This is an optimization exercise on Yosys and OpenROAD, whose aim is small area, a short achievable clock period and few clock cycles per item, not a production implementation.
Function was checked by simulation only, so behaviour that the tests miss may differ from the original.

**design/flow/config.mk**
```make
export PLATFORM = sky130hd
export DESIGN_NAME = lake_mx_enc
export DESIGN_NICKNAME = lake_mx_enc
export VERILOG_FILES = /design/flow/design.v
export SDC_FILE = /design/flow/constraint.sdc
export NUM_CORES = 8
export LEC_CHECK = 0
export ABC_AREA = 1
export ABC_CLOCK_PERIOD_IN_PS = 30000
export CAP_MARGIN = 30
export CORE_MARGIN = 2
export CORE_UTILIZATION = 40
export CTS_CLUSTER_DIAMETER = 100
export CTS_CLUSTER_SIZE = 25
export SLEW_MARGIN = 20
```
**design/flow/constraint.sdc**
```tcl
create_clock -name core_clock -period 50.0 [get_ports {clk}]
set_input_delay 10.0000 -clock core_clock [delete_from_list [all_inputs] [get_ports {clk}]]
set_output_delay 10.0000 -clock core_clock [all_outputs]
set_load 0.01 [all_outputs]
```
**design/flow/design.v**
```verilog
module lake_mx_enc_elem (
    input  wire       sg,
    input  wire [8:0] xin,
    input  wire [6:0] f,
    input  wire [9:0] nsp,
    input  wire [2:0] kk,       
    input  wire [3:0] k1,       
    input  wire [7:0] mk,       
    input  wire [6:0] qm,       
    input  wire [2:0] rsk,      
    input  wire [7:0] mskk,     
    input  wire       zfs,      
    input  wire       e4, e5, e6, e7, i8,    
    input  wire       nanp,                  
    input  wire [6:0] maxp,                  
    output wire [7:0] code_o,
    output wire       ovf_o
);
    wire       sub  = xin[8];
    wire       spec = !xin[8] & (&xin[7:0]);
    wire       fnz  = |f;
    wire       nan  = spec & fnz;
    wire       inf  = spec & !fnz;
    wire [2:0] bl   = xin[2:0];
    wire [9:0] xs   = {xin[8], xin};
    reg  [4:0] glo, h0, h1;
    reg        c, c0, c1;
    integer    k;
    always @* begin
        c = sub;
        for (k = 0; k < 5; k = k + 1) begin
            glo[k] = xs[k] ^ nsp[k] ^ c;
            c      = (xs[k] & nsp[k]) | (c & (xs[k] ^ nsp[k]));
        end
        c0 = 1'b0; c1 = 1'b1;
        for (k = 5; k < 10; k = k + 1) begin
            h0[k-5] = xs[k] ^ nsp[k] ^ c0;
            c0      = (xs[k] & nsp[k]) | (c0 & (xs[k] ^ nsp[k]));
            h1[k-5] = xs[k] ^ nsp[k] ^ c1;
            c1      = (xs[k] & nsp[k]) | (c1 & (xs[k] ^ nsp[k]));
        end
    end
    wire [9:0] G    = {c ? h1 : h0, glo};
    wire       gpos = !G[9] & (|G[8:0]);
    wire       gle8 = G[9] & (!(&G[8:3]) | (G[2:0] == 3'd0));    
    wire       fm   = (e4 & f[6] & f[5] & (f[4] | (f[3] & (|f[2:0])))) |
                      ((e5 | e6) & (&f[6:4])) |
                      (e7 & (&f[6:5])) |
                      (i8 & (&f[6:0]));
    wire       gtm  = !G[9] & ((|G[8:5]) | (e4 & G[4]) | (e5 & (&G[4:0])) | (e6 & (|G[4:3])) |
                      (e7 & (|G[4:2])) | (i8 & (|G[4:1])));    
    wire       geq  = !G[9] & !(|G[8:5]) &
                      ((e4 & (G[4:0] == 5'd15)) | (e5 & (G[4:0] == 5'd30)) |
                       (e6 & (G[4:0] == 5'd7)) | (e7 & (G[4:0] == 5'd3)) |
                       (i8 & (G[4:0] == 5'd1)));
    wire       ovc  = (!spec & !sub & (gtm | (geq & fm))) | (inf & !e5);
    reg  [3:0] an;      
    reg        ca;
    always @* begin
        ca = 1'b1;
        for (k = 0; k < 4; k = k + 1) begin
            an[k] = k1[k] ^ !G[k] ^ ca;
            ca    = (k1[k] & !G[k]) | (ca & (k1[k] ^ !G[k]));
        end
    end
    wire       zfn  = gle8 | (an[3] & (|an[2:0]));
    reg  [7:0] mn;
    always @* begin
        case (an[2:0])
            3'd0:    mn = 8'b11111111;    
            3'd1:    mn = 8'b10000000;
            3'd2:    mn = 8'b11000000;
            3'd3:    mn = 8'b11100000;
            3'd4:    mn = 8'b11110000;
            3'd5:    mn = 8'b11111000;
            3'd6:    mn = 8'b11111100;
            default: mn = 8'b11111110;
        endcase
        if (an[3]) mn = 8'b11111111;
    end
    wire [2:0] blk  = kk + (bl & {3{sub}});
    wire [2:0] rot  = gpos ? blk : sub ? rsk : an[2:0];
    wire [7:0] mask = gpos ? mk : sub ? mskk : mn;
    wire       zf   = !gpos & (sub ? zfs : zfn);
    wire [7:0] sig  = {!sub, f};
    wire [7:0] r1   = rot[0] ? {sig[0],  sig[7:1]} : sig;
    wire [7:0] r2   = rot[1] ? {r1[1:0], r1[7:2]}  : r1;
    wire [7:0] rr   = rot[2] ? {r2[3:0], r2[7:4]}  : r2;
    wire [6:0] q    = rr[6:0] & ~mask[6:0] & {7{!zf}};
    wire       rnd  = rr[7] & mask[7] & !zf;
    wire       stk  = |(rr[6:0] & mask[6:0]);
    wire       infk = inf & e5;
    wire       nano = nan | (ovc & nanp);
    wire       sato = ovc & !nanp;
    wire       norm = !(nano | infk | sato);
    wire [4:0] gf   = G[4:0] & {5{gpos}};
    wire [6:0] t    = (((q & qm) |
                        ({7{e4}} & {gf[3:0], 3'b000}) |
                        ({7{e5 | e6}} & {gf, 2'b00}) |
                        ({7{e7}} & {gf[4:0], 1'b0})) & {7{norm}}) |
                      ({7{nano}} & {6'h3F, !e5}) |
                      ({7{infk}} & 7'h7C) |
                      ({7{sato}} & maxp);
    wire       inc  = rnd & (stk | t[0]) & norm;
    wire       neg  = i8 & sg;
    wire [7:0] ti   = {1'b0, t} ^ {8{neg}};
    reg  [7:0] code;
    reg        ci;
    always @* begin
        ci = inc ^ neg;
        for (k = 0; k < 8; k = k + 1) begin
            code[k] = ti[k] ^ ci;
            ci      = ci & ti[k];
        end
    end
    wire       sgo  = sg & !nano;
    assign code_o[7]   = ((e4 | e5) & sgo) | (i8 & code[7]);
    assign code_o[6]   = code[6];
    assign code_o[5]   = e6 ? sgo : code[5];
    assign code_o[4]   = code[4];
    assign code_o[3]   = e7 ? sgo : code[3];
    assign code_o[2:0] = code[2:0];
    assign ovf_o = ovc;
endmodule
module lake_mx_enc (
    input  wire         clk,
    input  wire         rst,         
    input  wire         in_valid,
    output wire         in_ready,
    input  wire [3:0]   in_fmt,      
    input  wire         in_ovf,      
    input  wire [511:0] in_vals,     
    input  wire [31:0]  in_stain,    
    output reg          out_valid,
    output wire [7:0]   out_scale,
    output wire [255:0] out_data,
    output wire [5:0]   out_novf
);
    assign in_ready = 1'b1;
    integer i, b;
    reg          v1, v2;
    reg  [3:0]   i_fmt;
    reg          i_ovf;
    reg  [511:0] i_vals;
    reg  [31:0]  i_stain;
    always @(posedge clk) begin
        i_fmt   <= in_fmt;
        i_ovf   <= in_ovf;
        i_vals  <= in_vals;
        i_stain <= in_stain;
    end
    wire f4 = (i_fmt == 4'd4);
    wire f5 = (i_fmt == 4'd5);
    wire f6 = (i_fmt == 4'd6);
    wire f7 = (i_fmt == 4'd7);
    wire f8 = !(f4 | f5 | f6 | f7);
    reg  [7:0] emax;
    reg  [4:0] gmax;        
    reg  [4:0] gs0;         
    reg  [2:0] kk;          
    always @* begin
        case (1'b1)
            f4:      begin emax = 8'd8;  gmax = 5'd15; gs0 = 5'd7;  kk = 3'd4; end
            f5:      begin emax = 8'd15; gmax = 5'd30; gs0 = 5'd15; kk = 3'd5; end
            f6:      begin emax = 8'd4;  gmax = 5'd7;  gs0 = 5'd3;  kk = 3'd5; end
            f7:      begin emax = 8'd2;  gmax = 5'd3;  gs0 = 5'd1;  kk = 3'd6; end
            default: begin emax = 8'd0;  gmax = 5'd1;  gs0 = 5'd1;  kk = 3'd1; end
        endcase
    end
    reg  [31:0] cand;
    reg        any_nan, nz;
    reg  [8:0] xin [0:31];
    reg  [2:0] bl;
    reg  [7:0] xv;
    reg  [6:0] fv;
    always @* begin
        any_nan = 1'b0;
        nz      = 1'b0;
        for (i = 0; i < 32; i = i + 1) begin
            xv = i_vals[16*i+14 -: 8];
            fv = i_vals[16*i+6 -: 7];
            cand[i] = (xv != 8'hFF) && !i_stain[i];
            if (xv == 8'hFF && fv != 7'd0) any_nan = 1'b1;
            if (xv != 8'hFF && !i_stain[i] && fv != 7'd0) nz = 1'b1;
            bl = 3'd0;
            for (b = 0; b < 7; b = b + 1)
                if (fv[b]) bl = b[2:0] + 3'd1;
            if (xv == 8'd0)
                xin[i] = {5'b11111, bl != 3'd0, bl};
            else
                xin[i] = {1'b0, xv};
        end
    end
    function gt4;
        input [3:0] a, b;
        integer k; reg g;
        begin
            g = 1'b0;
            for (k = 0; k < 4; k = k + 1)
                g = (a[k] & !b[k]) | (!(a[k] ^ b[k]) & g);
            gt4 = g;
        end
    endfunction
    function gt8;
        input [7:0] a, b;
        gt8 = gt4(a[7:4], b[7:4]) | ((a[7:4] == b[7:4]) & gt4(a[3:0], b[3:0]));
    endfunction
    reg  [7:0] gm [0:6];
    reg  [7:0] al;
    integer    gq, mb;
    always @* begin
        for (gq = 0; gq < 4; gq = gq + 1) begin
            al = cand[8*gq +: 8];
            for (mb = 7; mb >= 0; mb = mb - 1) begin
                gm[gq][mb] = 1'b0;
                for (i = 0; i < 8; i = i + 1) gm[gq][mb] = gm[gq][mb] | (al[i] & i_vals[16*(8*gq+i)+7+mb]);
                for (i = 0; i < 8; i = i + 1) al[i] = al[i] & (i_vals[16*(8*gq+i)+7+mb] | !gm[gq][mb]);
            end
        end
        gm[4] = gt8(gm[0], gm[1]) ? gm[0] : gm[1];
        gm[5] = gt8(gm[2], gm[3]) ? gm[2] : gm[3];
        gm[6] = gt8(gm[4], gm[5]) ? gm[4] : gm[5];
    end
    wire [7:0] xm = gm[6];
    reg        zm, lt;
    reg        ltg;
    always @* begin
        zm = 1'b1;
        lt = 1'b1;
        for (gq = 0; gq < 4; gq = gq + 1) begin
            zm = zm & (gm[gq] == 8'd0);
            case (1'b1)
                f4:      ltg = (gm[gq][7:3] == 5'd0);
                f5:      ltg = (gm[gq][7:4] == 4'd0) && (gm[gq][3:0] != 4'hF);
                f6:      ltg = (gm[gq][7:2] == 6'd0);
                f7:      ltg = (gm[gq][7:1] == 7'd0);
                default: ltg = 1'b0;
            endcase
            lt = lt & ltg;
        end
    end
    wire [7:0] xd    = xm - emax;
    wire [9:0] nd    = {5'd0, gmax} - {2'd0, xm};
    wire [7:0] scale = zm ? (nz ? 8'd0 : 8'd127) : lt ? 8'd0 : xd;
    wire [9:0] nsp   = zm ? (nz ? {5'd0, gs0} : {5'd0, gs0} - 10'd127) :
                       lt ? {5'd0, gs0} : nd;
    reg  [8:0]  r_x  [0:31];
    reg  [6:0]  r_f  [0:31];
    reg  [31:0] r_s;
    reg  [9:0]  r_nsp;
    reg  [7:0]  r_scale;
    reg  [2:0]  r_kk;
    reg         r_f4, r_f5, r_f6, r_f7, r_f8, r_nanp, r_nanblk;
    always @(posedge clk) begin
        if (rst) begin
            v1 <= 1'b0; v2 <= 1'b0; out_valid <= 1'b0;
        end else begin
            v1 <= in_valid; v2 <= v1; out_valid <= v2;
        end
        for (i = 0; i < 32; i = i + 1) begin
            r_x[i] <= xin[i];
            r_f[i] <= i_vals[16*i +: 7];
            r_s[i] <= i_vals[16*i+15];
        end
        r_nsp    <= nsp;
        r_scale  <= scale;
        r_kk     <= kk;
        r_f4 <= f4; r_f5 <= f5; r_f6 <= f6; r_f7 <= f7; r_f8 <= f8;
        r_nanp   <= i_ovf & (f4 | f5);
        r_nanblk <= any_nan & !(f4 | f5);
    end
    reg  [6:0] qm;
    reg  [6:0] maxp;
    always @* begin
        case (1'b1)
            r_f4:    begin qm = 7'h07; maxp = 7'h7E; end
            r_f5:    begin qm = 7'h03; maxp = 7'h7B; end
            r_f6:    begin qm = 7'h03; maxp = 7'h1F; end
            r_f7:    begin qm = 7'h01; maxp = 7'h07; end
            default: begin qm = 7'h7F; maxp = 7'h7F; end
        endcase
    end
    wire [3:0] k1   = {1'b0, r_kk} + 4'd1;
    wire [7:0] mk   = ~(8'hFF >> r_kk);
    wire [9:0] sh   = {7'd0, r_kk} - r_nsp;
    wire [2:0] rsk  = sh[2:0];
    wire       zfs  = !sh[9] && (sh[8:3] != 6'd0) && (sh[8:0] != 9'd8);
    wire [7:0] mskk = sh[9] ? 8'h00 : (sh[8:3] != 6'd0) ? 8'hFF : ~(8'hFF >> sh[2:0]);
    wire [7:0]  ec [0:31];
    wire [31:0] of;
    genvar g;
    generate
        for (g = 0; g < 32; g = g + 1) begin : el
            lake_mx_enc_elem u_e (
                .sg(r_s[g]), .xin(r_x[g]), .f(r_f[g]), .nsp(r_nsp),
                .kk(r_kk), .k1(k1), .mk(mk), .qm(qm), .rsk(rsk), .mskk(mskk), .zfs(zfs),
                .e4(r_f4), .e5(r_f5), .e6(r_f6), .e7(r_f7), .i8(r_f8),
                .nanp(r_nanp), .maxp(maxp),
                .code_o(ec[g]), .ovf_o(of[g]));
        end
    endgenerate
    wire p8 = !r_nanblk & !(r_f6 | r_f7);
    wire p6 = !r_nanblk & r_f6;
    wire p4 = !r_nanblk & r_f7;
    reg [255:0] data;
    integer     j;
    always @* begin
        for (j = 0; j < 256; j = j + 1)
            data[j] = (p8 & ec[j/8][j%8]) |
                      (p6 & (j < 192) & ec[(j < 192) ? j/6 : 0][j%6]) |
                      (p4 & (j < 128) & ec[(j < 128) ? j/4 : 0][j%4]);
    end
    wire pcs0 = of[0] ^ of[1] ^ of[2];
    wire pck0 = (of[0] & of[1]) | (of[2] & (of[0] ^ of[1]));
    wire pcs1 = of[3] ^ of[4] ^ of[5];
    wire pck1 = (of[3] & of[4]) | (of[5] & (of[3] ^ of[4]));
    wire pcs2 = of[6] ^ of[7] ^ of[8];
    wire pck2 = (of[6] & of[7]) | (of[8] & (of[6] ^ of[7]));
    wire pcs3 = of[9] ^ of[10] ^ of[11];
    wire pck3 = (of[9] & of[10]) | (of[11] & (of[9] ^ of[10]));
    wire pcs4 = of[12] ^ of[13] ^ of[14];
    wire pck4 = (of[12] & of[13]) | (of[14] & (of[12] ^ of[13]));
    wire pcs5 = of[15] ^ of[16] ^ of[17];
    wire pck5 = (of[15] & of[16]) | (of[17] & (of[15] ^ of[16]));
    wire pcs6 = of[18] ^ of[19] ^ of[20];
    wire pck6 = (of[18] & of[19]) | (of[20] & (of[18] ^ of[19]));
    wire pcs7 = of[21] ^ of[22] ^ of[23];
    wire pck7 = (of[21] & of[22]) | (of[23] & (of[21] ^ of[22]));
    wire pcs8 = of[24] ^ of[25] ^ of[26];
    wire pck8 = (of[24] & of[25]) | (of[26] & (of[24] ^ of[25]));
    wire pcs9 = of[27] ^ of[28] ^ of[29];
    wire pck9 = (of[27] & of[28]) | (of[29] & (of[27] ^ of[28]));
    wire pcs10 = pcs0 ^ pcs1 ^ pcs2;
    wire pck10 = (pcs0 & pcs1) | (pcs2 & (pcs0 ^ pcs1));
    wire pcs11 = pcs3 ^ pcs4 ^ pcs5;
    wire pck11 = (pcs3 & pcs4) | (pcs5 & (pcs3 ^ pcs4));
    wire pcs12 = pcs6 ^ pcs7 ^ pcs8;
    wire pck12 = (pcs6 & pcs7) | (pcs8 & (pcs6 ^ pcs7));
    wire pcs13 = pcs9 ^ of[30] ^ of[31];
    wire pck13 = (pcs9 & of[30]) | (of[31] & (pcs9 ^ of[30]));
    wire pcs14 = pck0 ^ pck1 ^ pck2;
    wire pck14 = (pck0 & pck1) | (pck2 & (pck0 ^ pck1));
    wire pcs15 = pck3 ^ pck4 ^ pck5;
    wire pck15 = (pck3 & pck4) | (pck5 & (pck3 ^ pck4));
    wire pcs16 = pck6 ^ pck7 ^ pck8;
    wire pck16 = (pck6 & pck7) | (pck8 & (pck6 ^ pck7));
    wire pcs17 = pcs10 ^ pcs11 ^ pcs12;
    wire pck17 = (pcs10 & pcs11) | (pcs12 & (pcs10 ^ pcs11));
    wire pcs18 = pck10 ^ pck11 ^ pck12;
    wire pck18 = (pck10 & pck11) | (pck12 & (pck10 ^ pck11));
    wire pcs19 = pck13 ^ pcs14 ^ pcs15;
    wire pck19 = (pck13 & pcs14) | (pcs15 & (pck13 ^ pcs14));
    wire pcs20 = pck14 ^ pck15 ^ pck16;
    wire pck20 = (pck14 & pck15) | (pck16 & (pck14 ^ pck15));
    wire pcs21 = pck17 ^ pcs18 ^ pcs19;
    wire pck21 = (pck17 & pcs18) | (pcs19 & (pck17 ^ pcs18));
    wire pcs22 = pck18 ^ pck19 ^ pcs20;
    wire pck22 = (pck18 & pck19) | (pcs20 & (pck18 ^ pck19));
    wire pcs23 = pcs21 ^ pcs16 ^ pck9;
    wire pck23 = (pcs21 & pcs16) | (pck9 & (pcs21 ^ pcs16));
    wire pcs24 = pck23 ^ pck21 ^ pcs22;
    wire pck24 = (pck23 & pck21) | (pcs22 & (pck23 ^ pck21));
    wire pcs25 = pck24 ^ pck22 ^ pck20;
    wire pck25 = (pck24 & pck22) | (pck20 & (pck24 ^ pck22));
    wire pcs26 = pcs17 ^ pcs13;
    wire pck26 = pcs17 & pcs13;
    wire pcs27 = pcs23 ^ pck26;
    wire pck27 = pcs23 & pck26;
    wire pcs28 = pcs24 ^ pck27;
    wire pck28 = pcs24 & pck27;
    wire pcs29 = pcs25 ^ pck28;
    wire pck29 = pcs25 & pck28;
    wire pcs30 = pck25 ^ pck29;
    wire pck30 = pck25 & pck29;
    wire [5:0] pc = {pck30, pcs30, pcs29, pcs28, pcs27, pcs26};
    reg  [7:0]   o_scale;
    reg  [255:0] o_data;
    reg  [5:0]   o_novf;
    always @(posedge clk) begin
        o_scale <= r_nanblk ? 8'hFF : r_scale;
        o_data  <= data;
        o_novf  <= pc & {6{!r_nanblk}};
    end
    assign out_scale = o_scale;
    assign out_data  = o_data;
    assign out_novf  = o_novf;
endmodule
```
**design/flow/flow/run.sh**
```bash
#!/bin/bash
# Layout flow: the standard flow (standard.sh, all steps) with two
# changes to how the layout is made:
#  - the buffers that placement puts on the ports are sky130_fd_sc_hd__buf_1
#    rather than the resizer's default pick (every port still gets one);
#  - before detailed placement, output registers left far from their port's
#    buffer are given the stronger flip-flop of the same kind (upsize_out.tcl).
set -euo pipefail
export BUFFER_PORTS_ARGS="-buffer_cell sky130_fd_sc_hd__buf_1"
export PRE_DETAIL_PLACE_TCL="$PWD/flow/upsize_out.tcl"
bash standard.sh > standard.log 2>&1
```
**design/flow/flow/upsize_out.tcl**
```tcl
# Output registers whose Q net is long get a stronger flip-flop of the same
# kind (sky130_fd_sc_hd__dfxtp_4): each drives its port's buffer over that wire.
set db_ [ord::get_db]
set blk_ [ord::get_db_block]
set strong_ [$db_ findMaster sky130_fd_sc_hd__dfxtp_4]
set dbu_ [$blk_ getDbUnitsPerMicron]
set n_ 0
foreach inst [$blk_ getInsts] {
  set name [$inst getName]
  if {![string match "o_*" $name] && ![string match "out_valid*" $name]} { continue }
  if {[[$inst getMaster] getName] ne "sky130_fd_sc_hd__dfxtp_1"} { continue }
  set net [[$inst findITerm Q] getNet]
  set xs {}; set ys {}
  foreach it [$net getITerms] {
    set loc [[$it getInst] getLocation]
    lappend xs [lindex $loc 0]; lappend ys [lindex $loc 1]
  }
  foreach bt [$net getBTerms] {
    set bb [$bt getBBox]
    lappend xs [$bb xMin]; lappend ys [$bb yMin]
  }
  set hp [expr {([tcl::mathfunc::max {*}$xs] - [tcl::mathfunc::min {*}$xs] + [tcl::mathfunc::max {*}$ys] - [tcl::mathfunc::min {*}$ys]) / double($dbu_)}]
  if {$hp > 40.0} {
    $inst swapMaster $strong_
    incr n_
  }
}
puts "upsize_out: $n_ output flip-flops made sky130_fd_sc_hd__dfxtp_4"
```
**design/flow/standard.sh**
```bash
#!/bin/bash
# synth_recipe.tcl (not shown) runs the flow's synth.tcl, then flattens the netlist and writes it again
# the make line also repeats each setting of config.mk as NAME=value (left out here)
make -C /OpenROAD-flow-scripts/flow DESIGN_CONFIG=/design/flow/config.mk WORK_HOME=/design/flow/orfs CLKGATE_MAP_FILE= SYNTH_SCRIPT=/design/flow/synth_recipe.tcl "${@:-finish}"
```
==> notes.md <==
==> final cells by class <==
| class | count | share of cell area |
|---|---|---|
| Timing Repair Buffer | 1042 | 0.0444 |
| Tap cell | 3202 | 0.0370 |
| Sequential cell | 1393 | 0.258 |
| Antenna cell | 50 | 0.00116 |
| Clock inverter | 40 | 0.00595 |
| Multi-Input combinational cell | 10019 | 0.552 |
| Inverter | 2333 | 0.0812 |
| Clock buffer | 91 | 0.0195 |
==> per-layer routing <==
| layer | share of wire | global-route usage | vias up |
|---|---|---|---|
| met1 | 0.38 | 0.529 | 50372 |
| met4 | 0.090 | 0.305 | 42 |
| met3 | 0.14 | 0.154 | 1856 |
| li1 | - | - | 48624 |
| met5 | 0.00048 | 0 | - |
| met2 | 0.39 | 0.587 | 7638 |
==> final timing paths <==
path / from / endpoint / cells after the start
worst max register to register: i_vals[312]$_DFF_P_ / r_scale[6]$_DFF_P_ / 72
worst max-delay path: i_vals[312]$_DFF_P_ / r_scale[6]$_DFF_P_ / 72
worst min-delay path: i_vals[399]$_DFF_P_ / r_s[24]$_DFF_P_ / 0
worst min register to register: i_vals[399]$_DFF_P_ / r_s[24]$_DFF_P_ / 0
==> through the flow <==
step	setup WS, ns	std cells	hold slack, ns
floorplan	39.67	14250	0.310
global placement	37.68	17927	0.310
detailed placement	37.79	17954	0.313
CTS	37.73	18085	0.335
global route	36.41	18130	0.342
finish	37.21	18170	0.335
==> layout by cell type (no fill, tap or decap), drive strengths merged, types with 362 or more instances in the layout <==
| cell type | n |
|---|---|
| nor3 | 552 |
| ha | 362 |
| dfxtp | 1393 |
| nand3 | 607 |
| nand2 | 2953 |
| buf | 1023 |
| o21ai | 1214 |
| inv | 2316 |
| nor2 | 1310 |
| fa | 381 |
| a21oi | 407 |
==> synth_stat cells, types with 36 or more instances <==
| master | n | area [um2] |
|---|---|---|
| a2111oi_0 | 36 | 315 |
| a211oi_1 | 61 | 458 |
| a21oi_1 | 407 | 2040 |
| a221oi_1 | 169 | 1480 |
| a22oi_1 | 51 | 383 |
| buf_1 | 40 | 150 |
| clkbuf_1 | 444 | 1670 |
| clkinv_1 | 42 | 158 |
| dfxtp_1 | 1393 | 27900 |
| fa_1 | 381 | 7630 |
| ha_1 | 362 | 4530 |
| inv_1 | 2267 | 8510 |
| mux2i_1 | 97 | 971 |
| nand2_1 | 2933 | 11000 |
| nand3_1 | 602 | 3010 |
| nand3b_1 | 38 | 285 |
| nand4_1 | 295 | 1850 |
| nor2_1 | 1303 | 4890 |
| nor3_1 | 552 | 2760 |
| nor4_1 | 120 | 751 |
| o2111ai_1 | 52 | 455 |
| o211ai_1 | 134 | 1010 |
| o21ai_0 | 1190 | 5960 |
| o221ai_1 | 187 | 1640 |
| o22ai_1 | 224 | 1400 |
| o31ai_1 | 49 | 368 |
| o32ai_1 | 41 | 359 |
| or2_2 | 61 | 382 |
| xnor2_1 | 100 | 876 |
| xor2_1 | 286 | 2500 |
==> flip-flops by register name, indices dropped and copies added, names as in the netlist, 3 cells and up <==
register,flops
i_vals,512
r_x,288
o_data,256
r_f,224
i_stain,32
r_s,32
r_nsp,9
o_scale,8
r_scale,8
o_novf,6
i_fmt,4
r_kk,3
==> logic make-up (layout without fill, tap and decap cells) <==
group	count (synthesis)	after routing	synth area share
AOI/OAI and AO/OA	2780	2780	0.176
xor gates and xnor gates	386	386	0.0344
adders and majority gates	743	743	0.124
buffers and inverters	2838	3506	0.109
DFF	1393	1393	0.284
muxes	99	99	0.0101
other	1	51	0.0000382
and+or+nand+nor	6010	6010	0.262
==> flow_summary.ini <==
[outcome]
status = no timing/DRC/antenna violations

[global_routing]
grt.total_usage = 0.421
grt_antenna_before_repair = 86
first_global_vias = 96494
overflow = 0
grt_max_degree = 89
grt_pass1_wl_um = 745000

[drt]
drt-initial-drc-count = 16223
dr.pass1.iters = 13
viasPerCell = 5.97
drc = 0
detail_route.wl_per_cell_um = 30.1
routed-via-count = 108532
routed_wl_um = 546000
ant_nets = 0

[setup_path]
crit_top_cell = nand2_1
cp-start-kind = register
critical_path_buf_inv_count = 5
slowest_stage = nand2_1
setup.worst_path.class = reg2reg
rrSetupSlack_ns = 37.21
cp.arrival_ns = 13.51
end_kind = register
crit_fanout = 18
worstPathRequired_ns = 50.72
critPathMaxStageDelay_ns = 0.68
cp_top_family = simple AND/OR/NAND/NOR gates

[synthesis]
synth_cell_type_count = 67
synth.cell_area_mm2 = 0.0982
synthesis.nets = 15545
ys_seq_area_frac = 0.284
ys_seq_elements = 1393
yosysWarningCount = 10
synthArstFlopShare = 0
netlist_instances = 14250
ys_dominant_reg_cell = dfxtp_1
syn_area_per_cell_um2 = 6.89
synth_edf_count = 0

[floorplan]
die_w_um = 499
core-area_mm2 = 0.244
die_h_um = 499
initial_core_util = 0.403
dieArea_mm2 = 0.249
rows = 181
ios = 824

[clock_tree]
cts.sinks = 1393
cts_buffers = 82
cts_hold_buf = 0
post_cts_buffers = 0
cts_resized = 0
cts.clk_slew.worst_paths_ns = 0.10
cts_tree = done
clk_latency_ns = 0.86
htree_levels = 3
root_buffer = clkbuf_16
cts_max_path_buffers = 3

[layout]
fillers = 25828
multi_input_area_mm2 = 0.0597
nNetsFinal = 16166
fin_area_mm2 = 0.108
ff_latch_area_mm2 = 0.0279
syn2layout_area_growth_pct = 10.2
drive_above_1_share = 0.0365
fin_util = 0.444

[run]
maxCapViolations = 0

[min_path]
hp-class = reg2reg

[timing]
drv_slew = 0
worstMarginPinSlew_ns = 1.23
period_minus_slack_ns = 12.79
clock_skew_ns = 0.0615
slew_headroom = 0.176
tns_ns = 0
period_share = 0.256
max_freq_ghz = 0.0782
setup_violations = 0
timing.final.hold_violations = 0
rsz0062_at_grt = no

[placement]
io_buffers = 822
placed_area_mm2 = 0.105
place.gp.congestion = 1.10
hpwl_um = 424000
Testbench counts, summed over its fixed seeds: cycles 8,024, items 8,000.

-- separate check: timing with driven ports --
How much do the figures lean on ideal ports? The routed layout below was timed once more, with nothing changed but the port constraints.
Step 1 (the two cells are an assumption about what drives the block):
set clk [get_ports {clk}]
set_driving_cell -lib_cell sky130_fd_sc_hd__clkbuf_16 $clk
set_driving_cell -lib_cell sky130_fd_sc_hd__buf_2 [delete_from_list [all_inputs] $clk]
Step 2 moves the port delays by t, midway between the first and last clock arrival at a register: inputs arrive t later, outputs are due t later. That takes back most of the time a late clock gives input paths.
Slacks: ideal / step 1 / step 2; pairs: ideal / step 1.
shift t [ns]: 0.930
setup WS [ns]: 37.208 / 37.208 / 37.208
latest minus earliest clock arrival (ns): 0.065 / 0.066
worst slew at a driven data input, ns: 0.11
After both steps setup and hold are still met in this run. The setup slack of this run moves by 0.000 ns with the drivers and by 0.000 ns with both steps.
